This design comes from an exercise in tuning for small area and a short achievable clock period on the open sky130 flow, not from production work.
The RTL was checked by simulation tests, not by an equivalence proof against the original design.
Power figures rest on the tool's default switching activity, not on a simulated workload.

==> design.v <==
module flt_rank_det (
    input  wire        clk,
    input  wire        rst,
    input  wire        sync,
    input  wire        cfg_rank_en,
    input  wire [4:0]  cfg_win,
    input  wire [4:0]  cfg_k,
    input  wire        cfg_suppress,
    input  wire [15:0] cfg_settle_base,
    input  wire [4:0]  cfg_pk_log2,
    input  wire [4:0]  cfg_rms_log2,
    input  wire [3:0]  cfg_atk,
    input  wire [3:0]  cfg_dcy,
    input  wire        in_valid,
    input  wire [15:0] in_data,
    output reg         out_valid,
    output reg  [15:0] out_data,
    output reg         out_settling,
    output reg         env_valid,
    output wire [15:0] env,
    output reg         env_ok,
    output reg         pk_valid,
    output wire [15:0] pk,
    output wire        pk_ok,
    output reg         rms_valid,
    output wire [15:0] rms,
    output wire        rms_ok
);
    integer i;
    wire restart = rst | sync;
    wire [3:0] win_i = cfg_win[4] ? 4'd15 :
                       (cfg_win < 5'd3) ? 4'd3 :
                       cfg_win[0] ? cfg_win[3:0] : cfg_win[3:0] - 4'd1;
    wire [4:0] pk_i  = (cfg_pk_log2 < 5'd4) ? 5'd4 :
                       (cfg_pk_log2 > 5'd16) ? 5'd16 : cfg_pk_log2;
    wire [4:0] rms_i = (cfg_rms_log2 < 5'd4) ? 5'd4 :
                       (cfg_rms_log2 > 5'd16) ? 5'd16 : cfg_rms_log2;
    reg        c_rank_en;
    reg [3:0]  win;           
    reg [14:3] inw_r;         
    reg [4:0]  c_k;
    reg [3:0]  km1;           
    reg        c_sup;
    reg [4:0]  pk_n;          
    reg [4:0]  rms_n;         
    reg [3:0]  c_atk;
    reg [3:0]  c_dcy;
    always @(posedge clk) begin
        if (restart) begin
            c_rank_en <= cfg_rank_en;
            win       <= win_i;
            for (i = 3; i < 15; i = i + 1)
                inw_r[i] <= (i < win_i);
            c_k       <= cfg_k;
            c_sup     <= cfg_suppress;
            pk_n      <= pk_i;
            rms_n     <= rms_i;
            c_atk     <= cfg_atk;
            c_dcy     <= cfg_dcy;
        end
    end
    wire [14:0] inw = {inw_r, 3'b111};
    reg [15:0] xa;
    reg        va;
    reg        r1;
    always @(posedge clk) begin
        xa <= in_data;
        va <= in_valid;
        r1 <= restart;
    end
    wire bv_en = va & ~r1;
    reg [15:0] w [0:14];
    reg [14:0] vld;
    reg [3:0]  dr [1:14];     
    reg        bv;
    function cmp16;
        input [15:0] a;
        input [15:0] b;
        input        eq;
        reg   [15:0] au, bu;
        reg          c;
        integer      k;
        begin
            au = ~a; au[15] = a[15];
            bu = b;  bu[15] = ~b[15];
            c  = eq;
            for (k = 0; k < 16; k = k + 1)
                c = (au[k] & bu[k]) | (au[k] & c) | (bu[k] & c);
            cmp16 = c;
        end
    endfunction
    reg [15:0] lv;
    reg [15:0] lv_nx;
    always @* begin
        lv_nx = 16'd0;
        for (i = 1; i < 14; i = i + 2)
            if (inw[i+1] && (i == 13 || !inw[i+2]) && vld[i])
                lv_nx = w[i];
    end
    wire zx = xa[15] | (xa == 16'd0);    
    reg [13:0] cb;    
    reg [13:0] db;    
    always @* begin
        for (i = 0; i < 14; i = i + 1) begin
            cb[i] = vld[i] ? cmp16(xa, w[i], 1'b1) : zx;
            db[i] = vld[i] & cmp16(lv, w[i], 1'b0);
        end
    end
    wire [3:0] dr_x = ((win[2:1] == 2'b01) || (win[2:1] == 2'b11)) ? win : win - 4'd1;
    reg [3:0] dr0;
    always @* begin
        dr0 = dr_x;
        for (i = 1; i < 15; i = i + 1)
            if (inw[i])
                dr0 = dr0 ^ dr[i];
    end
    always @(posedge clk) begin
        bv <= bv_en;
        if (r1) begin
            vld  <= 15'd0;
            lv   <= 16'd0;
            km1  <= (c_k == 5'd0) ? 4'd0 :
                    (c_k > {1'b0, win}) ? win - 4'd1 : c_k[3:0] - 4'd1;
            for (i = 1; i < 15; i = i + 1)
                dr[i] <= i[3:0];
        end else if (bv_en) begin
            vld   <= {vld[13:0], 1'b1};
            lv    <= lv_nx;
            dr[1] <= dr0 + {3'd0, cb[0]} - {3'd0, db[0]};
            for (i = 2; i < 15; i = i + 1)
                dr[i] <= dr[i-1] + {3'd0, cb[i-1]} - {3'd0, db[i-1]};
        end
        if (bv_en) begin
            w[0] <= xa;
            for (i = 1; i < 15; i = i + 1)
                w[i] <= w[i-1];
        end
    end
    reg [15:0] y;
    reg        hit_old;
    always @* begin
        hit_old = 1'b0;
        for (i = 1; i < 15; i = i + 1)
            if (inw[i] && dr[i] == km1)
                hit_old = 1'b1;
        y = (!c_rank_en || !hit_old) ? w[0] : 16'd0;
        for (i = 1; i < 15; i = i + 1)
            if (c_rank_en && inw[i] && vld[i] && dr[i] == km1)
                y = y | w[i];
    end
    wire [14:0] ymag = out_data[15] ? (~out_data[14:0] + {14'd0, (out_data[14:0] != 15'd0)})
                                    : out_data[14:0];
    reg [15:0] scnt;          
    reg [3:0]  wcnt;          
    reg [15:0] pos;           
    reg        cv;
    reg        c_pklast;
    reg        c_rmslast;
    reg [14:0] mag;
    reg        dv;
    reg        d_settling;
    reg        d_pklast;
    reg        d_rmslast;
    wire settling_now = (scnt != 16'd0) || (wcnt != 4'd0);
    reg [15:0] pk_mask, rms_mask;
    always @* begin
        for (i = 0; i < 16; i = i + 1) begin
            pk_mask[i]  = (i < pk_n);
            rms_mask[i] = (i < rms_n);
        end
    end
    always @(posedge clk) begin
        cv        <= bv & ~r1;
        dv         <= cv & ~r1;
        mag        <= (cv & ~r1) ? ymag : 15'd0;     
        d_settling <= out_settling;
        d_pklast   <= c_pklast;
        d_rmslast  <= c_rmslast;
        out_valid <= bv & ~r1 & ~restart & ~(c_sup & settling_now);
        out_data     <= y;
        out_settling <= settling_now;
        c_pklast     <= &(pos | ~pk_mask);
        c_rmslast    <= &(pos | ~rms_mask);
        if (restart)
            scnt <= cfg_settle_base;
        else if (bv && !r1 && wcnt == 4'd0 && scnt != 16'd0)
            scnt <= scnt - 16'd1;
        if (r1) begin
            wcnt <= c_rank_en ? win - 4'd1 : 4'd0;
            pos  <= 16'd0;
        end else if (bv) begin
            if (wcnt != 4'd0)
                wcnt <= wcnt - 4'd1;
            pos <= pos + 16'd1;
        end
    end
    function gt16;
        input [15:0] a;
        input [15:0] b;
        reg   [15:0] g, e;
        integer      k, s;
        begin
            for (k = 0; k < 16; k = k + 1) begin
                g[k] = a[k] & ~b[k];
                e[k] = ~(a[k] ^ b[k]);
            end
            for (s = 1; s < 16; s = s * 2)
                for (k = 0; k < 16; k = k + 2 * s) begin
                    g[k] = g[k+s] | (e[k+s] & g[k]);
                    e[k] = e[k+s] & e[k];
                end
            gt16 = g[0];
        end
    endfunction
    reg  [30:0] e_b;
    wire [30:0] xb      = {mag, 1'b1, 15'd0};
    wire        rising  = gt16({mag, 1'b1}, e_b[30:15]);
    wire signed [31:0] env_d = $signed({1'b0, xb}) - $signed({1'b0, e_b});
    wire signed [31:0] st_a = env_d >>> c_atk;
    wire signed [31:0] st_d = env_d >>> c_dcy;
    wire [30:0] e_a     = e_b + st_a[30:0];
    wire [30:0] e_d     = e_b + st_d[30:0];
    wire [30:0] e_next  = rising ? e_a : e_d;
    assign env = {1'b0, e_b[30:16]};
    reg  [14:0] pk_acc;
    reg         pk_bok;
    reg         pk_first;
    assign pk    = {1'b0, pk_acc};
    assign pk_ok = pk_bok;
    reg  [22:0] s_lo;
    reg  [22:0] s_hi;
    reg         s_c;
    reg         rms_bok;
    reg         rms_first;
    reg         rms_more;     
    reg         sq_ld;
    wire [45:0] acc_m = {rms_more ? s_hi : 23'd0,
                         rms_first ? 23'd0 : s_lo};
    wire        acc_cm = rms_more & s_c;
    wire [45:0] tr_s, tr_c;
    wire [14:0] msq = mag;                   
    wire ts1;
    wire tc2;
    assign ts1 = (msq[0] & msq[9]) ^ (msq[1] & msq[8]);
    assign tc2 = (msq[0] & msq[9]) & (msq[1] & msq[8]);
    wire ts3;
    wire tc4;
    assign ts3 = (msq[0] & msq[10]) ^ (msq[1] & msq[9]);
    assign tc4 = (msq[0] & msq[10]) & (msq[1] & msq[9]);
    wire ts5;
    wire tc6;
    assign ts5 = (msq[0] & msq[11]) ^ (msq[1] & msq[10]) ^ (msq[2] & msq[9]);
    assign tc6 = ((msq[0] & msq[11]) & (msq[1] & msq[10])) | ((msq[0] & msq[11]) & (msq[2] & msq[9])) | ((msq[1] & msq[10]) & (msq[2] & msq[9]));
    wire ts7;
    wire tc8;
    assign ts7 = (msq[3] & msq[8]) ^ (msq[4] & msq[7]);
    assign tc8 = (msq[3] & msq[8]) & (msq[4] & msq[7]);
    wire ts9;
    wire tc10;
    assign ts9 = (msq[0] & msq[12]) ^ (msq[1] & msq[11]) ^ (msq[2] & msq[10]);
    assign tc10 = ((msq[0] & msq[12]) & (msq[1] & msq[11])) | ((msq[0] & msq[12]) & (msq[2] & msq[10])) | ((msq[1] & msq[11]) & (msq[2] & msq[10]));
    wire ts11;
    wire tc12;
    assign ts11 = (msq[3] & msq[9]) ^ (msq[4] & msq[8]);
    assign tc12 = (msq[3] & msq[9]) & (msq[4] & msq[8]);
    wire ts13;
    wire tc14;
    assign ts13 = (msq[0] & msq[13]) ^ (msq[1] & msq[12]) ^ (msq[2] & msq[11]);
    assign tc14 = ((msq[0] & msq[13]) & (msq[1] & msq[12])) | ((msq[0] & msq[13]) & (msq[2] & msq[11])) | ((msq[1] & msq[12]) & (msq[2] & msq[11]));
    wire ts15;
    wire tc16;
    assign ts15 = (msq[3] & msq[10]) ^ (msq[4] & msq[9]) ^ (msq[5] & msq[8]);
    assign tc16 = ((msq[3] & msq[10]) & (msq[4] & msq[9])) | ((msq[3] & msq[10]) & (msq[5] & msq[8])) | ((msq[4] & msq[9]) & (msq[5] & msq[8]));
    wire ts17;
    wire tc18;
    assign ts17 = (msq[6] & msq[7]) ^ msq[7];
    assign tc18 = (msq[6] & msq[7]) & msq[7];
    wire ts19;
    wire tc20;
    assign ts19 = (msq[0] & msq[14]) ^ (msq[1] & msq[13]) ^ (msq[2] & msq[12]);
    assign tc20 = ((msq[0] & msq[14]) & (msq[1] & msq[13])) | ((msq[0] & msq[14]) & (msq[2] & msq[12])) | ((msq[1] & msq[13]) & (msq[2] & msq[12]));
    wire ts21;
    wire tc22;
    assign ts21 = (msq[3] & msq[11]) ^ (msq[4] & msq[10]) ^ (msq[5] & msq[9]);
    assign tc22 = ((msq[3] & msq[11]) & (msq[4] & msq[10])) | ((msq[3] & msq[11]) & (msq[5] & msq[9])) | ((msq[4] & msq[10]) & (msq[5] & msq[9]));
    wire ts23;
    wire tc24;
    assign ts23 = (msq[6] & msq[8]) ^ acc_m[15];
    assign tc24 = (msq[6] & msq[8]) & acc_m[15];
    wire ts25;
    wire tc26;
    assign ts25 = (msq[1] & msq[14]) ^ (msq[2] & msq[13]) ^ (msq[3] & msq[12]);
    assign tc26 = ((msq[1] & msq[14]) & (msq[2] & msq[13])) | ((msq[1] & msq[14]) & (msq[3] & msq[12])) | ((msq[2] & msq[13]) & (msq[3] & msq[12]));
    wire ts27;
    wire tc28;
    assign ts27 = (msq[4] & msq[11]) ^ (msq[5] & msq[10]) ^ (msq[6] & msq[9]);
    assign tc28 = ((msq[4] & msq[11]) & (msq[5] & msq[10])) | ((msq[4] & msq[11]) & (msq[6] & msq[9])) | ((msq[5] & msq[10]) & (msq[6] & msq[9]));
    wire ts29;
    wire tc30;
    assign ts29 = (msq[7] & msq[8]) ^ msq[8] ^ acc_m[16];
    assign tc30 = ((msq[7] & msq[8]) & msq[8]) | ((msq[7] & msq[8]) & acc_m[16]) | (msq[8] & acc_m[16]);
    wire ts31;
    wire tc32;
    assign ts31 = (msq[2] & msq[14]) ^ (msq[3] & msq[13]) ^ (msq[4] & msq[12]);
    assign tc32 = ((msq[2] & msq[14]) & (msq[3] & msq[13])) | ((msq[2] & msq[14]) & (msq[4] & msq[12])) | ((msq[3] & msq[13]) & (msq[4] & msq[12]));
    wire ts33;
    wire tc34;
    assign ts33 = (msq[5] & msq[11]) ^ (msq[6] & msq[10]) ^ (msq[7] & msq[9]);
    assign tc34 = ((msq[5] & msq[11]) & (msq[6] & msq[10])) | ((msq[5] & msq[11]) & (msq[7] & msq[9])) | ((msq[6] & msq[10]) & (msq[7] & msq[9]));
    wire ts35;
    wire tc36;
    assign ts35 = (msq[3] & msq[14]) ^ (msq[4] & msq[13]) ^ (msq[5] & msq[12]);
    assign tc36 = ((msq[3] & msq[14]) & (msq[4] & msq[13])) | ((msq[3] & msq[14]) & (msq[5] & msq[12])) | ((msq[4] & msq[13]) & (msq[5] & msq[12]));
    wire ts37;
    wire tc38;
    assign ts37 = (msq[6] & msq[11]) ^ (msq[7] & msq[10]) ^ (msq[8] & msq[9]);
    assign tc38 = ((msq[6] & msq[11]) & (msq[7] & msq[10])) | ((msq[6] & msq[11]) & (msq[8] & msq[9])) | ((msq[7] & msq[10]) & (msq[8] & msq[9]));
    wire ts39;
    wire tc40;
    assign ts39 = (msq[4] & msq[14]) ^ (msq[5] & msq[13]) ^ (msq[6] & msq[12]);
    assign tc40 = ((msq[4] & msq[14]) & (msq[5] & msq[13])) | ((msq[4] & msq[14]) & (msq[6] & msq[12])) | ((msq[5] & msq[13]) & (msq[6] & msq[12]));
    wire ts41;
    wire tc42;
    assign ts41 = (msq[5] & msq[14]) ^ (msq[6] & msq[13]) ^ (msq[7] & msq[12]);
    assign tc42 = ((msq[5] & msq[14]) & (msq[6] & msq[13])) | ((msq[5] & msq[14]) & (msq[7] & msq[12])) | ((msq[6] & msq[13]) & (msq[7] & msq[12]));
    wire ts43;
    wire tc44;
    assign ts43 = (msq[0] & msq[5]) ^ (msq[1] & msq[4]);
    assign tc44 = (msq[0] & msq[5]) & (msq[1] & msq[4]);
    wire ts45;
    wire tc46;
    assign ts45 = (msq[0] & msq[6]) ^ (msq[1] & msq[5]);
    assign tc46 = (msq[0] & msq[6]) & (msq[1] & msq[5]);
    wire ts47;
    wire tc48;
    assign ts47 = (msq[0] & msq[7]) ^ (msq[1] & msq[6]) ^ (msq[2] & msq[5]);
    assign tc48 = ((msq[0] & msq[7]) & (msq[1] & msq[6])) | ((msq[0] & msq[7]) & (msq[2] & msq[5])) | ((msq[1] & msq[6]) & (msq[2] & msq[5]));
    wire ts49;
    wire tc50;
    assign ts49 = (msq[3] & msq[4]) ^ msq[4];
    assign tc50 = (msq[3] & msq[4]) & msq[4];
    wire ts51;
    wire tc52;
    assign ts51 = (msq[0] & msq[8]) ^ (msq[1] & msq[7]) ^ (msq[2] & msq[6]);
    assign tc52 = ((msq[0] & msq[8]) & (msq[1] & msq[7])) | ((msq[0] & msq[8]) & (msq[2] & msq[6])) | ((msq[1] & msq[7]) & (msq[2] & msq[6]));
    wire ts53;
    wire tc54;
    assign ts53 = (msq[3] & msq[5]) ^ acc_m[9];
    assign tc54 = (msq[3] & msq[5]) & acc_m[9];
    wire ts55;
    wire tc56;
    assign ts55 = ts1 ^ (msq[2] & msq[7]) ^ (msq[3] & msq[6]);
    assign tc56 = (ts1 & (msq[2] & msq[7])) | (ts1 & (msq[3] & msq[6])) | ((msq[2] & msq[7]) & (msq[3] & msq[6]));
    wire ts57;
    wire tc58;
    assign ts57 = (msq[4] & msq[5]) ^ msq[5] ^ acc_m[10];
    assign tc58 = ((msq[4] & msq[5]) & msq[5]) | ((msq[4] & msq[5]) & acc_m[10]) | (msq[5] & acc_m[10]);
    wire ts59;
    wire tc60;
    assign ts59 = tc2 ^ ts3 ^ (msq[2] & msq[8]);
    assign tc60 = (tc2 & ts3) | (tc2 & (msq[2] & msq[8])) | (ts3 & (msq[2] & msq[8]));
    wire ts61;
    wire tc62;
    assign ts61 = (msq[3] & msq[7]) ^ (msq[4] & msq[6]) ^ acc_m[11];
    assign tc62 = ((msq[3] & msq[7]) & (msq[4] & msq[6])) | ((msq[3] & msq[7]) & acc_m[11]) | ((msq[4] & msq[6]) & acc_m[11]);
    wire ts63;
    wire tc64;
    assign ts63 = tc4 ^ ts5 ^ ts7;
    assign tc64 = (tc4 & ts5) | (tc4 & ts7) | (ts5 & ts7);
    wire ts65;
    wire tc66;
    assign ts65 = (msq[5] & msq[6]) ^ msq[6] ^ acc_m[12];
    assign tc66 = ((msq[5] & msq[6]) & msq[6]) | ((msq[5] & msq[6]) & acc_m[12]) | (msq[6] & acc_m[12]);
    wire ts67;
    wire tc68;
    assign ts67 = tc6 ^ tc8 ^ ts9;
    assign tc68 = (tc6 & tc8) | (tc6 & ts9) | (tc8 & ts9);
    wire ts69;
    wire tc70;
    assign ts69 = ts11 ^ (msq[5] & msq[7]) ^ acc_m[13];
    assign tc70 = (ts11 & (msq[5] & msq[7])) | (ts11 & acc_m[13]) | ((msq[5] & msq[7]) & acc_m[13]);
    wire ts71;
    wire tc72;
    assign ts71 = tc10 ^ tc12 ^ ts13;
    assign tc72 = (tc10 & tc12) | (tc10 & ts13) | (tc12 & ts13);
    wire ts73;
    wire tc74;
    assign ts73 = ts15 ^ ts17 ^ acc_m[14];
    assign tc74 = (ts15 & ts17) | (ts15 & acc_m[14]) | (ts17 & acc_m[14]);
    wire ts75;
    wire tc76;
    assign ts75 = tc14 ^ tc16 ^ tc18;
    assign tc76 = (tc14 & tc16) | (tc14 & tc18) | (tc16 & tc18);
    wire ts77;
    wire tc78;
    assign ts77 = ts19 ^ ts21 ^ ts23;
    assign tc78 = (ts19 & ts21) | (ts19 & ts23) | (ts21 & ts23);
    wire ts79;
    wire tc80;
    assign ts79 = tc20 ^ tc22 ^ tc24;
    assign tc80 = (tc20 & tc22) | (tc20 & tc24) | (tc22 & tc24);
    wire ts81;
    wire tc82;
    assign ts81 = ts25 ^ ts27 ^ ts29;
    assign tc82 = (ts25 & ts27) | (ts25 & ts29) | (ts27 & ts29);
    wire ts83;
    wire tc84;
    assign ts83 = tc26 ^ tc28 ^ tc30;
    assign tc84 = (tc26 & tc28) | (tc26 & tc30) | (tc28 & tc30);
    wire ts85;
    wire tc86;
    assign ts85 = ts31 ^ ts33 ^ acc_m[17];
    assign tc86 = (ts31 & ts33) | (ts31 & acc_m[17]) | (ts33 & acc_m[17]);
    wire ts87;
    wire tc88;
    assign ts87 = tc32 ^ tc34 ^ ts35;
    assign tc88 = (tc32 & tc34) | (tc32 & ts35) | (tc34 & ts35);
    wire ts89;
    wire tc90;
    assign ts89 = ts37 ^ msq[9] ^ acc_m[18];
    assign tc90 = (ts37 & msq[9]) | (ts37 & acc_m[18]) | (msq[9] & acc_m[18]);
    wire ts91;
    wire tc92;
    assign ts91 = tc36 ^ tc38 ^ ts39;
    assign tc92 = (tc36 & tc38) | (tc36 & ts39) | (tc38 & ts39);
    wire ts93;
    wire tc94;
    assign ts93 = (msq[7] & msq[11]) ^ (msq[8] & msq[10]) ^ acc_m[19];
    assign tc94 = ((msq[7] & msq[11]) & (msq[8] & msq[10])) | ((msq[7] & msq[11]) & acc_m[19]) | ((msq[8] & msq[10]) & acc_m[19]);
    wire ts95;
    wire tc96;
    assign ts95 = tc40 ^ ts41 ^ (msq[8] & msq[11]);
    assign tc96 = (tc40 & ts41) | (tc40 & (msq[8] & msq[11])) | (ts41 & (msq[8] & msq[11]));
    wire ts97;
    wire tc98;
    assign ts97 = (msq[9] & msq[10]) ^ msq[10] ^ acc_m[20];
    assign tc98 = ((msq[9] & msq[10]) & msq[10]) | ((msq[9] & msq[10]) & acc_m[20]) | (msq[10] & acc_m[20]);
    wire ts99;
    wire tc100;
    assign ts99 = tc42 ^ (msq[6] & msq[14]) ^ (msq[7] & msq[13]);
    assign tc100 = (tc42 & (msq[6] & msq[14])) | (tc42 & (msq[7] & msq[13])) | ((msq[6] & msq[14]) & (msq[7] & msq[13]));
    wire ts101;
    wire tc102;
    assign ts101 = (msq[8] & msq[12]) ^ (msq[9] & msq[11]) ^ acc_m[21];
    assign tc102 = ((msq[8] & msq[12]) & (msq[9] & msq[11])) | ((msq[8] & msq[12]) & acc_m[21]) | ((msq[9] & msq[11]) & acc_m[21]);
    wire ts103;
    wire tc104;
    assign ts103 = (msq[7] & msq[14]) ^ (msq[8] & msq[13]) ^ (msq[9] & msq[12]);
    assign tc104 = ((msq[7] & msq[14]) & (msq[8] & msq[13])) | ((msq[7] & msq[14]) & (msq[9] & msq[12])) | ((msq[8] & msq[13]) & (msq[9] & msq[12]));
    wire ts105;
    wire tc106;
    assign ts105 = (msq[10] & msq[11]) ^ msq[11] ^ acc_m[22];
    assign tc106 = ((msq[10] & msq[11]) & msq[11]) | ((msq[10] & msq[11]) & acc_m[22]) | (msq[11] & acc_m[22]);
    wire ts107;
    wire tc108;
    assign ts107 = (msq[8] & msq[14]) ^ (msq[9] & msq[13]) ^ (msq[10] & msq[12]);
    assign tc108 = ((msq[8] & msq[14]) & (msq[9] & msq[13])) | ((msq[8] & msq[14]) & (msq[10] & msq[12])) | ((msq[9] & msq[13]) & (msq[10] & msq[12]));
    wire ts109;
    wire tc110;
    assign ts109 = acc_m[23] ^ acc_cm;
    assign tc110 = acc_m[23] & acc_cm;
    wire ts111;
    wire tc112;
    assign ts111 = (msq[9] & msq[14]) ^ (msq[10] & msq[13]) ^ (msq[11] & msq[12]);
    assign tc112 = ((msq[9] & msq[14]) & (msq[10] & msq[13])) | ((msq[9] & msq[14]) & (msq[11] & msq[12])) | ((msq[10] & msq[13]) & (msq[11] & msq[12]));
    wire ts113;
    wire tc114;
    assign ts113 = msq[12] ^ acc_m[24];
    assign tc114 = msq[12] & acc_m[24];
    wire ts115;
    wire tc116;
    assign ts115 = (msq[10] & msq[14]) ^ (msq[11] & msq[13]);
    assign tc116 = (msq[10] & msq[14]) & (msq[11] & msq[13]);
    wire ts117;
    wire tc118;
    assign ts117 = (msq[11] & msq[14]) ^ (msq[12] & msq[13]);
    assign tc118 = (msq[11] & msq[14]) & (msq[12] & msq[13]);
    wire ts119;
    wire tc120;
    assign ts119 = (msq[0] & msq[3]) ^ (msq[1] & msq[2]);
    assign tc120 = (msq[0] & msq[3]) & (msq[1] & msq[2]);
    wire ts121;
    wire tc122;
    assign ts121 = (msq[0] & msq[4]) ^ (msq[1] & msq[3]);
    assign tc122 = (msq[0] & msq[4]) & (msq[1] & msq[3]);
    wire ts123;
    wire tc124;
    assign ts123 = ts43 ^ (msq[2] & msq[3]) ^ msq[3];
    assign tc124 = (ts43 & (msq[2] & msq[3])) | (ts43 & msq[3]) | ((msq[2] & msq[3]) & msq[3]);
    wire ts125;
    wire tc126;
    assign ts125 = tc44 ^ ts45 ^ (msq[2] & msq[4]);
    assign tc126 = (tc44 & ts45) | (tc44 & (msq[2] & msq[4])) | (ts45 & (msq[2] & msq[4]));
    wire ts127;
    wire tc128;
    assign ts127 = tc46 ^ ts47 ^ ts49;
    assign tc128 = (tc46 & ts47) | (tc46 & ts49) | (ts47 & ts49);
    wire ts129;
    wire tc130;
    assign ts129 = tc48 ^ tc50 ^ ts51;
    assign tc130 = (tc48 & tc50) | (tc48 & ts51) | (tc50 & ts51);
    wire ts131;
    wire tc132;
    assign ts131 = tc52 ^ tc54 ^ ts55;
    assign tc132 = (tc52 & tc54) | (tc52 & ts55) | (tc54 & ts55);
    wire ts133;
    wire tc134;
    assign ts133 = tc56 ^ tc58 ^ ts59;
    assign tc134 = (tc56 & tc58) | (tc56 & ts59) | (tc58 & ts59);
    wire ts135;
    wire tc136;
    assign ts135 = tc60 ^ tc62 ^ ts63;
    assign tc136 = (tc60 & tc62) | (tc60 & ts63) | (tc62 & ts63);
    wire ts137;
    wire tc138;
    assign ts137 = tc64 ^ tc66 ^ ts67;
    assign tc138 = (tc64 & tc66) | (tc64 & ts67) | (tc66 & ts67);
    wire ts139;
    wire tc140;
    assign ts139 = tc68 ^ tc70 ^ ts71;
    assign tc140 = (tc68 & tc70) | (tc68 & ts71) | (tc70 & ts71);
    wire ts141;
    wire tc142;
    assign ts141 = tc72 ^ tc74 ^ ts75;
    assign tc142 = (tc72 & tc74) | (tc72 & ts75) | (tc74 & ts75);
    wire ts143;
    wire tc144;
    assign ts143 = tc76 ^ tc78 ^ ts79;
    assign tc144 = (tc76 & tc78) | (tc76 & ts79) | (tc78 & ts79);
    wire ts145;
    wire tc146;
    assign ts145 = tc80 ^ tc82 ^ ts83;
    assign tc146 = (tc80 & tc82) | (tc80 & ts83) | (tc82 & ts83);
    wire ts147;
    wire tc148;
    assign ts147 = tc84 ^ tc86 ^ ts87;
    assign tc148 = (tc84 & tc86) | (tc84 & ts87) | (tc86 & ts87);
    wire ts149;
    wire tc150;
    assign ts149 = tc88 ^ tc90 ^ ts91;
    assign tc150 = (tc88 & tc90) | (tc88 & ts91) | (tc90 & ts91);
    wire ts151;
    wire tc152;
    assign ts151 = tc92 ^ tc94 ^ ts95;
    assign tc152 = (tc92 & tc94) | (tc92 & ts95) | (tc94 & ts95);
    wire ts153;
    wire tc154;
    assign ts153 = tc96 ^ tc98 ^ ts99;
    assign tc154 = (tc96 & tc98) | (tc96 & ts99) | (tc98 & ts99);
    wire ts155;
    wire tc156;
    assign ts155 = tc100 ^ tc102 ^ ts103;
    assign tc156 = (tc100 & tc102) | (tc100 & ts103) | (tc102 & ts103);
    wire ts157;
    wire tc158;
    assign ts157 = tc104 ^ tc106 ^ ts107;
    assign tc158 = (tc104 & tc106) | (tc104 & ts107) | (tc106 & ts107);
    wire ts159;
    wire tc160;
    assign ts159 = tc108 ^ tc110 ^ ts111;
    assign tc160 = (tc108 & tc110) | (tc108 & ts111) | (tc110 & ts111);
    wire ts161;
    wire tc162;
    assign ts161 = tc112 ^ tc114 ^ ts115;
    assign tc162 = (tc112 & tc114) | (tc112 & ts115) | (tc114 & ts115);
    wire ts163;
    wire tc164;
    assign ts163 = tc116 ^ ts117 ^ msq[13];
    assign tc164 = (tc116 & ts117) | (tc116 & msq[13]) | (ts117 & msq[13]);
    wire ts165;
    wire tc166;
    assign ts165 = tc118 ^ (msq[12] & msq[14]);
    assign tc166 = tc118 & (msq[12] & msq[14]);
    wire ts167;
    wire tc168;
    assign ts167 = (msq[13] & msq[14]) ^ msq[14];
    assign tc168 = (msq[13] & msq[14]) & msq[14];
    wire ts169;
    wire tc170;
    assign ts169 = (msq[0] & msq[1]) ^ msq[1];
    assign tc170 = (msq[0] & msq[1]) & msq[1];
    wire ts171;
    wire tc172;
    assign ts171 = (msq[0] & msq[2]) ^ acc_m[3];
    assign tc172 = (msq[0] & msq[2]) & acc_m[3];
    wire ts173;
    wire tc174;
    assign ts173 = ts119 ^ msq[2] ^ acc_m[4];
    assign tc174 = (ts119 & msq[2]) | (ts119 & acc_m[4]) | (msq[2] & acc_m[4]);
    wire ts175;
    wire tc176;
    assign ts175 = tc120 ^ ts121 ^ acc_m[5];
    assign tc176 = (tc120 & ts121) | (tc120 & acc_m[5]) | (ts121 & acc_m[5]);
    wire ts177;
    wire tc178;
    assign ts177 = tc122 ^ ts123 ^ acc_m[6];
    assign tc178 = (tc122 & ts123) | (tc122 & acc_m[6]) | (ts123 & acc_m[6]);
    wire ts179;
    wire tc180;
    assign ts179 = tc124 ^ ts125 ^ acc_m[7];
    assign tc180 = (tc124 & ts125) | (tc124 & acc_m[7]) | (ts125 & acc_m[7]);
    wire ts181;
    wire tc182;
    assign ts181 = tc126 ^ ts127 ^ acc_m[8];
    assign tc182 = (tc126 & ts127) | (tc126 & acc_m[8]) | (ts127 & acc_m[8]);
    wire ts183;
    wire tc184;
    assign ts183 = tc128 ^ ts129 ^ ts53;
    assign tc184 = (tc128 & ts129) | (tc128 & ts53) | (ts129 & ts53);
    wire ts185;
    wire tc186;
    assign ts185 = tc130 ^ ts131 ^ ts57;
    assign tc186 = (tc130 & ts131) | (tc130 & ts57) | (ts131 & ts57);
    wire ts187;
    wire tc188;
    assign ts187 = tc132 ^ ts133 ^ ts61;
    assign tc188 = (tc132 & ts133) | (tc132 & ts61) | (ts133 & ts61);
    wire ts189;
    wire tc190;
    assign ts189 = tc134 ^ ts135 ^ ts65;
    assign tc190 = (tc134 & ts135) | (tc134 & ts65) | (ts135 & ts65);
    wire ts191;
    wire tc192;
    assign ts191 = tc136 ^ ts137 ^ ts69;
    assign tc192 = (tc136 & ts137) | (tc136 & ts69) | (ts137 & ts69);
    wire ts193;
    wire tc194;
    assign ts193 = tc138 ^ ts139 ^ ts73;
    assign tc194 = (tc138 & ts139) | (tc138 & ts73) | (ts139 & ts73);
    wire ts195;
    wire tc196;
    assign ts195 = tc140 ^ ts141 ^ ts77;
    assign tc196 = (tc140 & ts141) | (tc140 & ts77) | (ts141 & ts77);
    wire ts197;
    wire tc198;
    assign ts197 = tc142 ^ ts143 ^ ts81;
    assign tc198 = (tc142 & ts143) | (tc142 & ts81) | (ts143 & ts81);
    wire ts199;
    wire tc200;
    assign ts199 = tc144 ^ ts145 ^ ts85;
    assign tc200 = (tc144 & ts145) | (tc144 & ts85) | (ts145 & ts85);
    wire ts201;
    wire tc202;
    assign ts201 = tc146 ^ ts147 ^ ts89;
    assign tc202 = (tc146 & ts147) | (tc146 & ts89) | (ts147 & ts89);
    wire ts203;
    wire tc204;
    assign ts203 = tc148 ^ ts149 ^ ts93;
    assign tc204 = (tc148 & ts149) | (tc148 & ts93) | (ts149 & ts93);
    wire ts205;
    wire tc206;
    assign ts205 = tc150 ^ ts151 ^ ts97;
    assign tc206 = (tc150 & ts151) | (tc150 & ts97) | (ts151 & ts97);
    wire ts207;
    wire tc208;
    assign ts207 = tc152 ^ ts153 ^ ts101;
    assign tc208 = (tc152 & ts153) | (tc152 & ts101) | (ts153 & ts101);
    wire ts209;
    wire tc210;
    assign ts209 = tc154 ^ ts155 ^ ts105;
    assign tc210 = (tc154 & ts155) | (tc154 & ts105) | (ts155 & ts105);
    wire ts211;
    wire tc212;
    assign ts211 = tc156 ^ ts157 ^ ts109;
    assign tc212 = (tc156 & ts157) | (tc156 & ts109) | (ts157 & ts109);
    wire ts213;
    wire tc214;
    assign ts213 = tc158 ^ ts159 ^ ts113;
    assign tc214 = (tc158 & ts159) | (tc158 & ts113) | (ts159 & ts113);
    wire ts215;
    wire tc216;
    assign ts215 = tc160 ^ ts161 ^ acc_m[25];
    assign tc216 = (tc160 & ts161) | (tc160 & acc_m[25]) | (ts161 & acc_m[25]);
    wire ts217;
    wire tc218;
    assign ts217 = tc162 ^ ts163 ^ acc_m[26];
    assign tc218 = (tc162 & ts163) | (tc162 & acc_m[26]) | (ts163 & acc_m[26]);
    wire ts219;
    wire tc220;
    assign ts219 = tc164 ^ ts165 ^ acc_m[27];
    assign tc220 = (tc164 & ts165) | (tc164 & acc_m[27]) | (ts165 & acc_m[27]);
    wire ts221;
    wire tc222;
    assign ts221 = tc166 ^ ts167 ^ acc_m[28];
    assign tc222 = (tc166 & ts167) | (tc166 & acc_m[28]) | (ts167 & acc_m[28]);
    wire ts223;
    wire tc224;
    assign ts223 = tc168 ^ acc_m[29];
    assign tc224 = tc168 & acc_m[29];
    assign tr_s = {acc_m[45], acc_m[44], acc_m[43], acc_m[42], acc_m[41], acc_m[40], acc_m[39], acc_m[38], acc_m[37], acc_m[36], acc_m[35], acc_m[34], acc_m[33], acc_m[32], acc_m[31], tc224, tc222, tc220, tc218, tc216, tc214, tc212, tc210, tc208, tc206, tc204, tc202, tc200, tc198, tc196, tc194, tc192, tc190, tc188, tc186, tc184, tc182, tc180, tc178, tc176, tc174, tc172, tc170, ts169, acc_m[1], msq[0]};
    assign tr_c = {1'b0, 1'b0, 1'b0, 1'b0, 1'b0, 1'b0, 1'b0, 1'b0, 1'b0, 1'b0, 1'b0, 1'b0, 1'b0, 1'b0, 1'b0, acc_m[30], ts223, ts221, ts219, ts217, ts215, ts213, ts211, ts209, ts207, ts205, ts203, ts201, ts199, ts197, ts195, ts193, ts191, ts189, ts187, ts185, ts183, ts181, ts179, ts177, ts175, ts173, ts171, acc_m[2], 1'b0, acc_m[0]};
    always @(posedge clk) begin
        {s_c, s_lo} <= {1'b0, tr_s[22:0]} + {1'b0, tr_c[22:0]};
        s_hi        <= tr_s[45:23] + tr_c[45:23];
        env_valid <= dv & ~r1 & ~restart;
        pk_valid  <= dv & d_pklast & ~r1 & ~restart;
        sq_ld     <= dv & d_rmslast & ~r1;
        if (r1) begin
            e_b       <= 31'h0000_8000;
            pk_first  <= 1'b1;
            rms_first <= 1'b1;
            rms_more  <= 1'b0;
        end else if (dv) begin
            e_b       <= e_next;
            env_ok    <= !d_settling;
            pk_first  <= d_pklast;
            rms_first <= d_rmslast;
            rms_more  <= !d_rmslast;
            if (pk_first || mag > pk_acc)
                pk_acc <= mag;
            if (pk_first)
                pk_bok <= !d_settling;
            if (rms_first)
                rms_bok <= !d_settling;
        end
    end
    wire [45:0] sum_acc = {s_hi + {22'd0, s_c}, s_lo};
    reg  [43:0] sq_a;
    reg  [4:0]  sq_jm1;       
    always @* begin
        if (rms_n == 5'd4) begin
            sq_a   = {sum_acc[33:2], 12'd0};
            sq_jm1 = 5'd15;
        end else if (rms_n[0]) begin
            sq_a   = {1'b0, sum_acc[45:3]};
            sq_jm1 = 5'd23 - rms_n[4:1];           
        end else begin
            sq_a   = sum_acc[45:2];
            sq_jm1 = 5'd23 - rms_n[4:1];           
        end
    end
    reg  [43:0] sq_op;
    reg  [15:0] sq_root;
    reg  [15:0] sq_rem;
    reg  [4:0]  sq_cnt;
    reg         sq_ok;
    wire [17:0] sq_rem_t = {sq_rem, sq_op[43:42]};
    wire [17:0] sq_trial = {sq_root, 2'b01};
    wire [18:0] sq_diff  = {1'b0, sq_rem_t} - {1'b0, sq_trial};
    wire        sq_take  = !sq_diff[18];
    wire        sq_take0 = sq_a[43] | sq_a[42];
    assign rms    = sq_root;
    assign rms_ok = sq_ok;
    always @(posedge clk) begin
        rms_valid <= (sq_cnt == 5'd1) & ~r1 & ~restart;
        if (r1) begin
            sq_cnt <= 5'd0;
        end else if (sq_ld) begin
            sq_cnt <= sq_jm1;
            sq_ok  <= rms_bok;
        end else if (sq_cnt != 5'd0) begin
            sq_cnt <= sq_cnt - 5'd1;
        end
        if (sq_ld) begin
            sq_op   <= {sq_a[41:0], 2'b00};
            sq_root <= {15'd0, sq_take0};
            sq_rem  <= {14'd0, sq_a[43:42] - {1'b0, sq_take0}};
        end else begin
            sq_op   <= {sq_op[41:0], 2'b00};
            sq_rem  <= sq_take ? sq_diff[15:0] : sq_rem_t[15:0];
            if (sq_cnt == 5'd1)
                sq_root <= sq_root + {15'd0, sq_take};
            else
                sq_root <= {sq_root[14:0], sq_take};
        end
    end
endmodule
==> flow/run.sh <==
#!/bin/bash
# Standard synthesis, then the standard ORFS layout steps with:
# - port buffers of a plain buffer cell (buf_2) rather than the default,
set -euo pipefail
bash standard.sh synth > synth.log 2>&1
bash standard.sh SETUP_SLACK_MARGIN=10.6 TNS_END_PERCENT=100 \
    "BUFFER_PORTS_ARGS=-buffer_cell sky130_fd_sc_hd__buf_2" finish > layout.log 2>&1
==> standard.sh <==
#!/bin/bash
# synth_recipe.tcl (not shown) runs the flow's synth.tcl, then flattens the netlist and writes it again
# the make line also repeats each setting of config.mk as NAME=value (left out here)
make -C /OpenROAD-flow-scripts/flow DESIGN_CONFIG=/design/flow/config.mk WORK_HOME=/design/flow/orfs CLKGATE_MAP_FILE= SYNTH_SCRIPT=/design/flow/synth_recipe.tcl "${@:-finish}"
==> config.mk <==
export PLATFORM = sky130hd
export DESIGN_NAME = flt_rank_det
export DESIGN_NICKNAME = flt_rank_det
export VERILOG_FILES = /design/flow/design.v
export SDC_FILE = /design/flow/constraint.sdc
export NUM_CORES = 8
export LEC_CHECK = 0
export ABC_AREA = 1
export CAP_MARGIN = 20
export CORE_MARGIN = 2
export CORE_UTILIZATION = 65
export CTS_CLUSTER_DIAMETER = 60
export CTS_CLUSTER_SIZE = 30
export SLEW_MARGIN = 20
==> constraint.sdc <==
create_clock -name core_clock -period 15.0 [get_ports {clk}]
set_input_delay 3.0000 -clock core_clock [delete_from_list [all_inputs] [get_ports {clk}]]
set_output_delay 3.0000 -clock core_clock [all_outputs]
set_load 0.01 [all_outputs]
==> flow_metrics.env, run 1 <==
export IMPL_place_area_sq_um=45600
export IMPL_end_kind="flop"
export IMPL_pre_cts_slack_ps=9130
export IMPL_finClkSkew_ps=38.3
export IMPL_fillers=5447
export IMPL_yosysTopAreaCellShare_pct=21.3
export IMPL_drv_cap=0
export IMPL_area_growth_syn_to_layout_pct=11.9
export IMPL_seq_power_share_pct=41.0
export IMPL_setup_ws_ps=10600
export IMPL_grt_max_degree=81
export IMPL_synth_largest_area_cell="edfxtp_1"
export IMPL_switching_share_pct=36.2
export IMPL_vias=42700
export IMPL_grt_pass1_wl_um=217000
export IMPL_hold_viol=0
export IMPL_dp_hpwl_um=100000
export IMPL_die_w_um=266
export IMPL_path_cells="nand2_2 -> inv_2 -> fa_2 -> fa_2 -> fa_2 -> inv_2 -> fa_2 -> inv_2 -> ha_4 -> inv_2 -> fa_2 -> inv_2 -> a21o_1 -> a21oi_2 -> o21ai_2 -> a21boi_2 -> nor3_2 -> nand3_2 -> nor3_4 -> nand4_1 -> nor2_2 -> xnor2_1"
export IMPL_p_sw_mw=1.86
export IMPL_gr_total_overflow=0
export IMPL_slowest_stage="fa_2"
export IMPL_finalSetupViolations=0
export IMPL_syn_cell_area_sq_um=44600
export IMPL_async_flop_share_pct=0
export IMPL_synthTopCellsByArea="edfxtp_1, dfxtp_1, nand2_1"
export IMPL_fin_crit_ps=4400
export IMPL_p_leak_nw=23.6
export IMPL_vdd_drop_max_uv=114
export IMPL_stdcell_area_sq_um=50000
export IMPL_grt_pass1_vias=39900
export IMPL_nets=6380
export IMPL_synth_edf_count=316
export IMPL_core_area_sq_um=68300
export IMPL_die_area_sq_um=70800
export IMPL_syn_mean_instance_area_sq_um=7.50
export IMPL_slew_violations=0
export IMPL_finalPower_mw=5.12
export IMPL_initial_utilization_pct=65.3
export IMPL_dp_cells=6747
export IMPL_postCtsHoldBufs=0
export IMPL_track_usage_pct=39.0
export IMPL_routedWlPerCell_um=20.6
export IMPL_period_share_pct=29.3
export IMPL_power_density_nw_per_um2=103
export IMPL_critPathKind="reg -> reg"
export IMPL_clock_sinks=642
export IMPL_cts_root_buffer="clkbuf_16"
export IMPL_drtAntennaViolNets=0
export IMPL_port_buffers=135
export IMPL_synth_cells=5950
export IMPL_yosysMostFrequentCell="nand2_1"
export IMPL_cts_max_level=2
export IMPL_ys_seq_elements=642
export IMPL_fp_dieH_um=266
export IMPL_drt_iter0_drc=5462
export IMPL_std_cell_rows=96
export IMPL_clk_latency_ps=670
export IMPL_viasPerCell=6.16
export IMPL_drt_wl_total_um=143000
export IMPL_cp_start_kind="flop"
export IMPL_fin_cells=6940
export IMPL_internal_power_mw=3.27
export IMPL_ys_warn_count=4
export IMPL_dr_pass1_iters=8
export IMPL_worstPathMaxFanout=4
export IMPL_pin_count=138
export IMPL_required_ps=15600
export IMPL_synthTopCellsByCount="nand2_1, inv_1, o22ai_1"
export IMPL_cts_tree="yes"
export IMPL_timing_worst_slew_pin_value_ps=1290
export IMPL_antenna_found_initial=2
export IMPL_clkPwrFrac_pct=31.6
export IMPL_status="no timing/DRC/antenna violations"
export IMPL_synthFlopType="dfxtp_1"
export IMPL_rsz0062_at_grt="true"
export IMPL_hold_class="reg -> reg"
export IMPL_drive_gt1_share_pct=11.2
export IMPL_relSlewSlack_pct=13.2
export IMPL_fmax_mhz=227
export IMPL_clkSlewWorstSetupHoldPaths_ps=100
export IMPL_cts_made_buffers=55
export IMPL_cts_buffer_depth=3
export IMPL_ys_seq_area_share_pct=35.9
export IMPL_gp_congestion=0.993
export IMPL_cp_slowest_stage_delay_ps=540
export IMPL_power_frac_comb_pct=27.4
export IMPL_ys_types=67
export IMPL_fin_tns_setup_ps=0
export IMPL_drc=0
export IMPL_cp_arrival_ps=5000
-- placed cells by master, fill, tap and decap left out, drive strengths merged, types with 3 or more instances in the layout --
| master | count |
|---|---|
| or2 | 10 |
| mux2i | 11 |
| ha | 202 |
| clkbuf | 62 |
| nand3 | 228 |
| nand4 | 41 |
| a21boi | 3 |
| a21oi | 341 |
| o21bai | 22 |
| o211ai | 23 |
| a31oi | 21 |
| a22oi | 10 |
| nand3b | 5 |
| buf | 252 |
| inv | 1154 |
| nor3 | 66 |
| nor3b | 9 |
| xor2 | 191 |
| a211oi | 24 |
| o21ai | 334 |
| xnor2 | 100 |
| nor2 | 319 |
| edfxtp | 316 |
| o221ai | 44 |
| o22ai | 468 |
| o21a | 7 |
| clkinv | 19 |
| or3 | 7 |
| a221oi | 12 |
| a21o | 10 |
| nand2 | 1257 |
| fa | 101 |
| nor4 | 32 |
| o31ai | 6 |
| dfxtp | 326 |
| clkinvlp | 3 |
-- path summary, 6_finish.rpt --
check	from	endpoint	slack, ps	cells past startpoint
worst min register to register	c_rmslast	d_rmslast	330	0
worst min-delay path	c_rmslast	d_rmslast	330	0
worst max-delay path	mag[13]	s_hi[20]	10600	22
worst max register to register	mag[13]	s_hi[20]	10600	22
-- metal layers --
metal	part of all wire, %	vias up	track usage [%]
met5	0.010	-	0
met2	45	2542	62.4
met4	5.8	2	20.3
met1	39	19800	50.9
met3	9.9	572	6.92
li1	-	19800	-
-- kinds of logic (layout without fill, tap and decap cells) --
logic type	after synthesis	in the layout	share of synthesized area [%]
and+or+nand+nor	1976	1978	18.2
muxes	11	11	0.247
AOI/OAI and AO/OA	1338	1338	17.6
other	1	3	0.00840
DFF	642	642	35.9
buffers and inverters	1388	1492	12.1
xor gates and xnor gates	291	291	5.76
adders and majority gates	303	303	10.2
-- registers in the layout, summed over array words and instances (netlist names), 16 cells and up --
signal	cells
w	240
dr	56
sq_op	42
e_b	31
s_hi	23
s_lo	23
lv	16
out_data	16
pos	16
scnt	16
sq_rem	16
sq_root	16
xa	16
-- worst max-delay path, delay by kind of cell (launching register included) --
| family | cells | cell delay (ps) |
|---|---|---|
| xor+xnor | 1 | 120 |
| flops | 1 | 380 |
| fa+ha+maj | 6 | 2140 |
| buf+inv | 5 | 240 |
| compound gates | 4 | 480 |
| simple gates | 6 | 980 |
-- metrics by stage --
| step | hold slack (ps) | utilization (%) |
|---|---|---|
| after global routing | 335 | 73.1 |
| final | 329 | 73.1 |
| after detailed placement | 316 | 66.7 |
| after floorplan | 310 | - |
| after CTS | 334 | 71.0 |
| after global placement | 313 | 66.7 |
-- power by group through the flow --
| stage | combinational [mW] | clock, mW | sequential (mW) |
|---|---|---|---|
| floorplan | 1.00 | 0 | 2.08 |
| global placement | 1.25 | 0 | 2.14 |
| detailed placement | 1.28 | 0 | 2.14 |
| CTS | 1.32 | 1.63 | 2.10 |
| global route | 1.56 | 1.68 | 2.11 |
| finish | 1.41 | 1.62 | 2.10 |
-- what timing repair did --
item | 4_1_cts | 5_1_grt
setup endpoints to repair | 100 | 96
setup buffers | 29 | 54
gates cloned | 5 | 1
gates resized for setup | 129 | 246
pin swaps | 11 | 82
-- final cells by class --
type	instances	area (sq um)	area share, %
clock inverter	41	612	1.22
clock buffer	62	1440	2.89
timing repair inverter	2	17.5	0.0351
multi-input combinational	3923	24600	49.2
antenna	1	2.50	0.00501
tap	882	1100	2.21
timing repair buffer	254	1770	3.53
inverter	1133	4310	8.62
sequential	642	16100	32.3
==> inputs of run 2 (changes only) <==
--- a/config.mk
+++ b/config.mk
@@ -9,5 +9,5 @@
 export CAP_MARGIN = 20
 export CORE_MARGIN = 2
-export CORE_UTILIZATION = 65
+export CORE_UTILIZATION = 70
 export CTS_CLUSTER_DIAMETER = 60
 export CTS_CLUSTER_SIZE = 30
==> run 2 against run 1 <==
Against the previous run:
- worst setup slack lost 89 ps
- combinational power grew 3%
- power shrank 2.1%
- fmax shrank 2.0%
==> flow_metrics.env, run 2 <==
export IMPL_p_leak_nw=23.7
export IMPL_die_area_sq_um=65800
export IMPL_clk_latency_ps=650
export IMPL_ys_seq_elements=642
export IMPL_drc=0
export IMPL_drt_wl_total_um=148000
export IMPL_viasPerCell=6.36
export IMPL_area_growth_syn_to_layout_pct=12.4
export IMPL_syn_cell_area_sq_um=44600
export IMPL_std_cell_rows=92
export IMPL_synthFlopType="dfxtp_1"
export IMPL_cts_root_buffer="clkbuf_16"
export IMPL_final_common_cell="nand2_1"
export IMPL_async_flop_share_pct=0
export IMPL_antenna_found_initial=10
export IMPL_ys_warn_count=4
export IMPL_drt_iter0_drc=6737
export IMPL_routedWlPerCell_um=21.3
export IMPL_cts_tree="yes"
export IMPL_fillers=4455
export IMPL_ys_types=67
export IMPL_synth_largest_area_cell="edfxtp_1"
export IMPL_status="no timing/DRC/antenna violations"
export IMPL_power_density_nw_per_um2=100
export IMPL_gp_congestion=1.02
export IMPL_track_usage_pct=42.3
export IMPL_vias=44100
export IMPL_fp_dieH_um=257
export IMPL_worstPathMaxFanout=6
export IMPL_largestRegisters="w (240), dr (56), sq_op (42)"
export IMPL_cp_start_kind="flop"
export IMPL_critPathKind="reg -> reg"
export IMPL_regArea_sq_um=16100
export IMPL_fin_tns_setup_ps=0
export IMPL_switching_share_pct=36.1
export IMPL_syn_mean_instance_area_sq_um=7.50
export IMPL_period_share_pct=29.9
export IMPL_die_w_um=257
export IMPL_postCtsHoldBufs=0
export IMPL_drv_cap=0
export IMPL_cts_buffer_depth=3
export IMPL_cts_max_level=2
export IMPL_pin_count=138
export IMPL_fin_crit_ps=4490
export IMPL_clkPwrFrac_pct=29.3
export IMPL_core_area_sq_um=63100
export IMPL_regMostFlops="w"
export IMPL_synth_edf_count=316
export IMPL_rsz0062_at_grt="true"
export IMPL_p_sw_mw=1.81
export IMPL_dp_hpwl_um=99800
export IMPL_gr_total_overflow=0
export IMPL_synthTopCellsByCount="nand2_1, inv_1, o22ai_1"
export IMPL_clkSlewWorstSetupHoldPaths_ps=90
export IMPL_clock_sinks=642
export IMPL_synth_cells=5950
export IMPL_drtAntennaViolNets=0
export IMPL_initial_utilization_pct=70.8
export IMPL_cp_arrival_ps=5020
export IMPL_slew_violations=0
export IMPL_finClkSkew_ps=18.6
export IMPL_layout_common_cells="nand2_1, inv_1, o22ai_1"
export IMPL_internal_power_mw=3.21
export IMPL_slowest_stage="dfxtp_4"
export IMPL_grt_pass1_wl_um=222000
export IMPL_timing_worst_slew_pin_value_ps=1230
export IMPL_drive_gt1_share_pct=12.2
export IMPL_synthTopCellsByArea="edfxtp_1, dfxtp_1, nand2_1"
export IMPL_end_kind="flop"
export IMPL_seq_power_share_pct=41.9
export IMPL_cp_slowest_stage_delay_ps=380
export IMPL_port_buffers=135
export IMPL_yosysMostFrequentCell="nand2_1"
export IMPL_grt_pass1_vias=41500
export IMPL_ys_seq_area_share_pct=35.9
export IMPL_power_frac_comb_pct=28.8
export IMPL_nets=6406
export IMPL_finalSetupViolations=0
export IMPL_hold_viol=0
export IMPL_yosysTopAreaCellShare_pct=21.3
export IMPL_grt_max_degree=173
export IMPL_multi_input_area_sq_um=24900
export IMPL_relSlewSlack_pct=17.6
export IMPL_holdWs_ps=334
export IMPL_vdd_drop_max_uv=125
export IMPL_fmax_mhz=223
export IMPL_hold_class="reg -> reg"
export IMPL_required_ps=15530
export IMPL_dr_pass1_iters=10
export IMPL_cts_made_buffers=48
export IMPL_largest_reg_flops=240
==> run 2: power by group through the flow <==
stage	logic, mW	registers [mW]	clock network [mW]
2_1_floorplan	1.00	2.08	0
3_3_place_gp	1.25	2.13	0
3_5_place_dp	1.29	2.13	0
4_1_cts	1.34	2.09	1.47
5_1_grt	1.58	2.11	1.53
6_report	1.45	2.10	1.47
==> run 2: per-layer routing <==
| layer | wire length, um | part of all wire [%] | global-route usage (%) |
|---|---|---|---|
| met1 | 52600 | 36 | 53.9 |
| met2 | 66400 | 45 | 67.3 |
| met3 | 18000 | 12 | 7.95 |
| met4 | 10800 | 7.3 | 25.3 |
| met5 | 13 | 0.0088 | 0 |
==> run 2: final timing paths <==
| path | startpoint | to | slack, ps | cells past startpoint |
|---|---|---|---|---|
| setup / recovery | mag[14] | e_b[30] | 10510 | 30 |
| hold / removal | c_rmslast | d_rmslast | 330 | 0 |
| setup reg to reg | mag[14] | e_b[30] | 10510 | 30 |
| hold reg to reg | c_rmslast | d_rmslast | 330 | 0 |
==> run 2: timing repair <==
| action | 4_1_cts | 5_1_grt |
|---|---|---|
| endpoints found under the setup margin | 46 | 130 |
| pin swaps | 18 | 83 |
| setup buffers | 47 | 69 |
| resized for setup | 146 | 305 |
| cloned | 2 | 2 |
==> run 2: kinds of logic after synthesis <==
family	share of synthesized area [%]
buffers and inverters	12.1
XOR/XNOR	5.76
other	0.00840
AO/OA/AOI/OAI	17.6
multiplexers	0.247
adder cells (fa/ha/maj)	10.2
flip-flops	35.9
AND/OR/NAND/NOR	18.2
==> run 2: through the flow <==
step / worst slack [ps] / total power, mW / instance area (sq um) / utilization [%] / cells
6_report: 10510 / 5.02 / 50200 / 79.5 / 6930
5_1_grt: 10290 / 5.22 / 50200 / 79.5 / 6923
4_1_cts: 10600 / 4.90 / 48300 / 76.6 / 6851
3_5_place_dp: 9140 / 3.42 / 45600 / 72.3 / 6713
3_3_place_gp: 9240 / 3.38 / 45600 / 72.3 / 6713
2_1_floorplan: 10540 / 3.09 / 44700 / - / 5951
==> run 2: worst max-delay path: cells and delay by family, from the launching register on <==
kind | cells | cell delay, ps
compound gates | 7 | 1150
flops | 1 | 380
fa+ha+maj | 2 | 530
simple gates | 17 | 1740
buf+inv | 4 | 560
==> run 2: final cells by class <==
class | count | share of cell area [%]
Inverter | 1133 | 8.56
Sequential cell | 642 | 32.2
Clock inverter | 38 | 1.05
Multi-Input combinational cell | 3922 | 49.5
Clock buffer | 51 | 2.48
Antenna cell | 8 | 0.0399
Timing Repair Buffer | 288 | 4.03
Timing Repair inverter | 2 | 0.0349
Tap cell | 846 | 2.11
==> inputs of run 3 (changes only) <==
--- a/config.mk
+++ b/config.mk
@@ -9,5 +9,5 @@
 export CAP_MARGIN = 20
 export CORE_MARGIN = 2
-export CORE_UTILIZATION = 70
+export CORE_UTILIZATION = 58
 export CTS_CLUSTER_DIAMETER = 60
 export CTS_CLUSTER_SIZE = 30
==> run 3 against run 2 <==
Against the previous run:
- die area rose by 20%
- clock skew up 5.9 ps
- still clean
- largest power group unchanged
- worst setup slack improved by 120 ps
- critical path depth down 29
- register-to-register slack better by 180 ps
- first-iteration DRC count decreased by 35%
- sequential share of layout area is essentially flat
- non-clock buffer count down 26
- synthesized area unchanged
- count of clock-buffer cells in the layout up 10
- worst hold slack worse by 14 ps
==> flow_metrics.env, run 3 <==
export IMPL_std_cell_rows=101
export IMPL_worstPathMaxFanout=5
export IMPL_cp_top_family="flip-flops"
export IMPL_fin_cells=7099
export IMPL_synthTopCellsByCount="nand2_1, inv_1, o22ai_1"
export IMPL_yosysTopAreaCellShare_pct=21.3
export IMPL_dr_pass1_iters=9
export IMPL_area_growth_syn_to_layout_pct=12.1
export IMPL_cts_root_buffer="clkbuf_16"
export IMPL_stdcell_area_sq_um=50100
export IMPL_gr_total_overflow=0
export IMPL_largestRegisters="w (240), dr (56), sq_op (42)"
export IMPL_cts_tree="yes"
export IMPL_regMostFlops="w"
export IMPL_ys_seq_elements=642
export IMPL_drc=0
export IMPL_grt_max_degree=70
export IMPL_synthFlopType="dfxtp_1"
export IMPL_yosysMostFrequentCell="nand2_1"
export IMPL_gp_congestion=0.975
export IMPL_port_buffers=135
export IMPL_fmax_mhz=229
export IMPL_ys_warn_count=4
export IMPL_pin_count=138
export IMPL_vdd_drop_max_uv=104
export IMPL_antenna_cells=0
export IMPL_syn_mean_instance_area_sq_um=7.50
export IMPL_period_share_pct=29.2
export IMPL_cts_buffer_depth=3
export IMPL_synth_mux_area_share_pct=0.247
export IMPL_routedWlPerCell_um=20.5
export IMPL_drt_wl_total_um=145000
export IMPL_fin_crit_ps=4370
export IMPL_fin_tns_setup_ps=0
export IMPL_largest_reg_flops=240
export IMPL_drive_gt1_share_pct=10.8
export IMPL_final_common_cell="nand2_1"
export IMPL_yosys_area_share_simple_pct=18.2
export IMPL_drtAntennaViolNets=0
export IMPL_timing_worst_slew_pin_value_ps=1260
export IMPL_grt_pass1_wl_um=218000
export IMPL_r2r_cells=30
export IMPL_dp_cells=6901
export IMPL_finalSetupViolations=0
export IMPL_track_usage_pct=35.5
export IMPL_die_w_um=281
export IMPL_postCtsHoldBufs=0
export IMPL_syn_cell_area_sq_um=44600
export IMPL_vias=41900
export IMPL_path_buf_inv=1
export IMPL_synth_largest_area_cell="edfxtp_1"
export IMPL_crit_start="out_data[11]"
export IMPL_relSlewSlack_pct=15.7
export IMPL_synth_top_family_by_area="simple AND/OR/NAND/NOR gates"
export IMPL_grt_pass1_vias=38800
export IMPL_timing_rr_start="mag[14]"
export IMPL_synthTopCellsByArea="edfxtp_1, dfxtp_1, nand2_1"
export IMPL_end_kind="output port"
export IMPL_nets=6390
export IMPL_hold_viol=0
export IMPL_layout_common_cells="nand2_1, inv_1, o22ai_1"
export IMPL_cp_depth=1
export IMPL_initial_utilization_pct=58.7
export IMPL_cp_slowest_stage_delay_ps=510
export IMPL_viasPerCell=5.91
export IMPL_pre_cts_slack_ps=9160
export IMPL_drt_iter0_drc=4384
export IMPL_cp_arrival_ps=1370
export IMPL_clkSlewWorstSetupHoldPaths_ps=80
export IMPL_cp_start_kind="flop"
export IMPL_fp_dieH_um=281
export IMPL_place_area_sq_um=45900
export IMPL_r2r_end="e_b[22]"
export IMPL_clk_latency_ps=680
export IMPL_synth_edf_count=316
export IMPL_p_leak_nw=23.7
export IMPL_required_ps=12000
export IMPL_cts_made_buffers=57
export IMPL_power_density_nw_per_um2=103
export IMPL_slowest_stage="dfxtp_1"
export IMPL_cts_max_level=2
export IMPL_finClkSkew_ps=24.5
export IMPL_status="no timing/DRC/antenna violations"
export IMPL_antenna_found_initial=3
export IMPL_path_cells="buf_2"
export IMPL_ys_seq_area_share_pct=35.9
export IMPL_slew_violations=0
export IMPL_regToRegSetupSlack_ps=10690
export IMPL_synthAdderAreaFrac_pct=10.2
export IMPL_die_area_sq_um=79200
export IMPL_dp_hpwl_um=103000
export IMPL_synth_cells=5950
export IMPL_synth_xor_area_share_pct=5.76
export IMPL_rsz0062_at_grt="true"
export IMPL_critPathKind="reg -> out"
export IMPL_fin_util_pct=65.8
export IMPL_setup_ws_ps=10630
export IMPL_async_flop_share_pct=0
export IMPL_crit_end="out_data[11]"
export IMPL_core_area_sq_um=76100
export IMPL_synth_compound_area_share_pct=17.6
export IMPL_hold_class="reg -> reg"
export IMPL_drv_cap=0
export IMPL_ys_types=67
export IMPL_clock_sinks=642
## run 3: cell count changes in the layout (fill, tap and decap cells not counted), sizes merged
cell      change
inv          +12
bufbuf        +2
diode         -8
clkinv        -3
nand2         +1
buf          -27
clkbuf        +9
clkinvlp      -1
## run 3: repair_timing
item	4_1_cts	5_1_grt
endpoints found under the setup margin	50	75
cloned	4	3
resized for setup	139	191
buffers inserted	28	56
pin swaps	17	46
## run 3: final cells by class
cell class | instances | area, sq um
well taps | 1030 | 1290
inverters | 1133 | 4300
multi-input cells | 3923 | 24300
repair buffers | 262 | 1820
fillers | 6749 | 26000
repair inverters | 2 | 17.5
flip-flops and latches | 642 | 16100
clock buffers | 61 | 1460
clock inverters | 46 | 701
## run 3: how the worst min path moves through the flow
stage / start / end / slack (ps) / cells after the start
CTS: c_pklast / d_pklast / 320 / 0
global placement: c_rmslast / d_rmslast / 310 / 0
global route: c_pklast / d_pklast / 340 / 0
finish: c_pklast / d_pklast / 320 / 0
floorplan: c_pklast / d_pklast / 310 / 0
detailed placement: c_rmslast / d_rmslast / 310 / 0
## run 3: stage by stage
stage | hold slack [ps] | power, mW
after floorplan | 310 | 3.09
after global placement | 312 | 3.39
after detailed placement | 314 | 3.42
after CTS | 321 | 5.13
after global routing | 339 | 5.43
final | 319 | 5.17
## run 3: power by group
| group | switching (mW) | internal [mW] |
|---|---|---|
| clock network | 0.857 | 0.835 |
| logic | 0.841 | 0.533 |
| registers | 0.149 | 1.95 |
| total | 1.85 | 3.32 |
## run 3: cells by family after synthesis
group                    count (synthesis)
flip-flops                             642
other                                    1
adder cells (fa/ha/maj)                303
AO/OA/AOI/OAI                         1338
buffers and inverters                 1388
multiplexers                            11
AND/OR/NAND/NOR                       1976
XOR/XNOR                               291
## run 3: routing by layer
metal | up-vias | track usage [%] | part of all wire, %
li1 | 19800 | - | -
met1 | 19600 | 47.2 | 41
met2 | 1979 | 57.8 | 46
met3 | 447 | 5.25 | 8.6
met4 | 4 | 15.2 | 4.7
met5 | - | 0 | 0.016
==> inputs of run 4 (changes only) <==
--- a/config.mk
+++ b/config.mk
@@ -9,5 +9,5 @@
 export CAP_MARGIN = 20
 export CORE_MARGIN = 2
-export CORE_UTILIZATION = 58
+export CORE_UTILIZATION = 50
 export CTS_CLUSTER_DIAMETER = 60
 export CTS_CLUSTER_SIZE = 30
==> run 4 against run 3 <==
Against the previous run:
- still clean
- worst hold slack better by 23 ps
- via count down 0.78%
- cell count up 2.5%
- power up 3.2%
- synthesized cell count unchanged
- synthesized area unchanged
- largest cell class unchanged
- highest routed layer is now met4
==> flow_metrics.env, run 4 <==
export IMPL_r2r_end="s_hi[16]"
export IMPL_synth_edf_count=316
export IMPL_drive_gt1_share_pct=12.2
export IMPL_gp_congestion=0.934
export IMPL_status="no timing/DRC/antenna violations"
export IMPL_regMostFlops="w"
export IMPL_syn_mean_instance_area_sq_um=7.50
export IMPL_drv_cap=0
export IMPL_initial_utilization_pct=50.5
export IMPL_vdd_drop_max_uv=110
export IMPL_synthTopCellsByArea="edfxtp_1, dfxtp_1, nand2_1"
export IMPL_slew_violations=0
export IMPL_ys_seq_elements=642
export IMPL_cp_start_kind="flop"
export IMPL_finalPower_mw=5.33
export IMPL_nets=6428
export IMPL_yosysTopAreaCellShare_pct=21.3
export IMPL_grt_pass1_wl_um=226000
export IMPL_ys_types=67
export IMPL_fmax_mhz=222
export IMPL_largest_reg_flops=240
export IMPL_rsz0062_at_grt="true"
export IMPL_grt_pass1_vias=39200
export IMPL_power_density_nw_per_um2=105
export IMPL_std_cell_rows=109
export IMPL_worstPathMaxFanout=3
export IMPL_port_buffers=135
export IMPL_synth_cells=5950
export IMPL_fp_dieH_um=303
export IMPL_timing_worst_slew_pin_value_ps=1220
export IMPL_drtAntennaViolNets=0
export IMPL_cts_tree="yes"
export IMPL_finalSetupViolations=0
export IMPL_fin_tns_setup_ps=0
export IMPL_dr_pass1_iters=6
export IMPL_ys_seq_area_share_pct=35.9
export IMPL_antenna_cells=0
export IMPL_place_area_sq_um=46100
export IMPL_fin_cells=7280
export IMPL_required_ps=15550
export IMPL_dp_cells=7039
export IMPL_syn_cell_area_sq_um=44600
export IMPL_async_flop_share_pct=0
export IMPL_wl_met2_um=68700
export IMPL_vias=41600
export IMPL_final_common_cell="nand2_1"
export IMPL_cts_made_buffers=68
export IMPL_routedWlPerCell_um=20.5
export IMPL_largestRegisters="w (240), dr (56), sq_op (42)"
export IMPL_dr_wl_met3_um=11700
export IMPL_r2r_cells=22
export IMPL_antenna_found_initial=1
export IMPL_clkSlewWorstSetupHoldPaths_ps=80
export IMPL_die_w_um=303
export IMPL_stdcell_area_sq_um=50900
export IMPL_synthTopCellsByCount="nand2_1, inv_1, o22ai_1"
export IMPL_end_kind="flop"
export IMPL_cts_buffer_depth=3
export IMPL_synthFlopType="dfxtp_1"
export IMPL_hold_class="reg -> reg"
export IMPL_cts_root_buffer="clkbuf_16"
export IMPL_timing_rr_start="mag[6]"
export IMPL_clock_sinks=642
export IMPL_track_usage_pct=31.8
export IMPL_cts_max_level=3
export IMPL_drc=0
export IMPL_pin_count=138
export IMPL_layout_common_cells="nand2_1, inv_1, o22ai_1"
export IMPL_min_from="c_pklast"
export IMPL_min_to="d_pklast"
export IMPL_viasPerCell=5.71
export IMPL_met1_length_um=62000
export IMPL_area_growth_syn_to_layout_pct=14.1
export IMPL_yosysMostFrequentCell="nand2_1"
export IMPL_relSlewSlack_pct=18.5
export IMPL_period_share_pct=30.0
export IMPL_synth_largest_area_cell="edfxtp_1"
export IMPL_grt_max_degree=158
export IMPL_dr_max_layer_used="met4"
export IMPL_min_delay_path_depth=0
export IMPL_clk_latency_ps=660
export IMPL_gr_total_overflow=0
export IMPL_p_leak_nw=24.0
export IMPL_cp_arrival_ps=5050
export IMPL_die_area_sq_um=91700
export IMPL_hold_viol=0
export IMPL_drt_wl_total_um=149000
export IMPL_core_area_sq_um=88400
export IMPL_fin_crit_ps=4500
export IMPL_drt_iter0_drc=4275
export IMPL_ys_warn_count=4
export IMPL_finClkSkew_ps=30.5
export IMPL_regToRegSetupSlack_ps=10500
export IMPL_dp_hpwl_um=105000
export IMPL_critPathKind="reg -> reg"
run 4: cell counts after synthesis:
Identical to the previous run, type by type.
run 4: kinds of logic (layout without fill, tap and decap cells):
| kind of cell | Yosys count | in the layout | synth area share [%] |
|---|---|---|---|
| flops | 642 | 642 | 35.9 |
| xor+xnor | 291 | 291 | 5.76 |
| buf+inv | 1388 | 1550 | 12.1 |
| mux | 11 | 11 | 0.247 |
| fa+ha+maj | 303 | 303 | 10.2 |
| compound gates | 1338 | 1338 | 17.6 |
| other cells | 1 | 2 | 0.00840 |
| simple gates | 1976 | 1978 | 18.2 |
run 4: power by group:
part,switching (mW),internal [mW]
logic,0.864,0.546
clock network,0.843,0.986
registers,0.138,1.95
run 4: per-layer routing:
layer / up-vias / GRT usage, %
li1: 19900 / -
met3: 392 / 4.87
met1: 19600 / 42.1
met4: 0 / 12.7
met2: 1698 / 52.1
met5: - / 0
run 4: cell type report:
type / instances / area [sq um]
fillers: 8450 / 37400
repair buffers: 289 / 2000
clock buffers: 83 / 1870
clock inverters: 43 / 538
well taps: 1165 / 1460
flip-flops and latches: 642 / 16100
repair inverters: 2 / 17.5
multi-input cells: 3923 / 24600
inverters: 1133 / 4320
run 4: how the worst max path moves through the flow:
stage,from,end,slack (ps),cells after the start
after global placement,mag[8],e_b[30],9360,35
after CTS,mag[14],s_hi[20],10550,22
after detailed placement,mag[8],e_b[30],9330,35
final,mag[6],s_hi[16],10500,22
after global routing,mag[14],e_b[30],10280,33
after floorplan,mag[6],s_hi[20],10540,22
run 4: timing repair:
item / 4_1_cts / 5_1_grt
gates resized for setup: 155 / 244
cloned: 5 / 1
setup buffers: 53 / 56
hold buffers: 0 / 0
pin swaps: 20 / 113
endpoints found under the setup margin: 50 / 117
run 4: worst max-delay path, cell delays in order (launching register included):
cell,delay [ps]
dfxtp_4,350
buf_6,130
nand2_2,60
inv_2,40
fa_2,350
fa_2,370
fa_2,380
fa_1,600
ha_4,150
inv_2,40
fa_2,350
inv_2,60
a21o_1,110
a21oi_2,70
o21ai_2,200
a21boi_2,90
nor3_2,240
nand3_2,130
nor3_4,260
buf_4,160
buf_6,90
nand2_2,40
xor2_1,130
run 4: per-stage QoR:
step / util, % / hold WS, ps / worst slack [ps]
floorplan: - / 310 / 10540
global placement: 52.1 / 315 / 9360
detailed placement: 52.1 / 315 / 9330
CTS: 56.1 / 343 / 10550
global route: 57.6 / 363 / 10280
finish: 57.6 / 342 / 10500

Setup slack of run 4, layout unchanged: 10.496 ns with ideal ports, 10.496 ns with driving cells assumed (clock clkbuf_16, inputs buf_2), 10.496 ns with port delays also shifted by the 0.716 ns mid clock arrival.
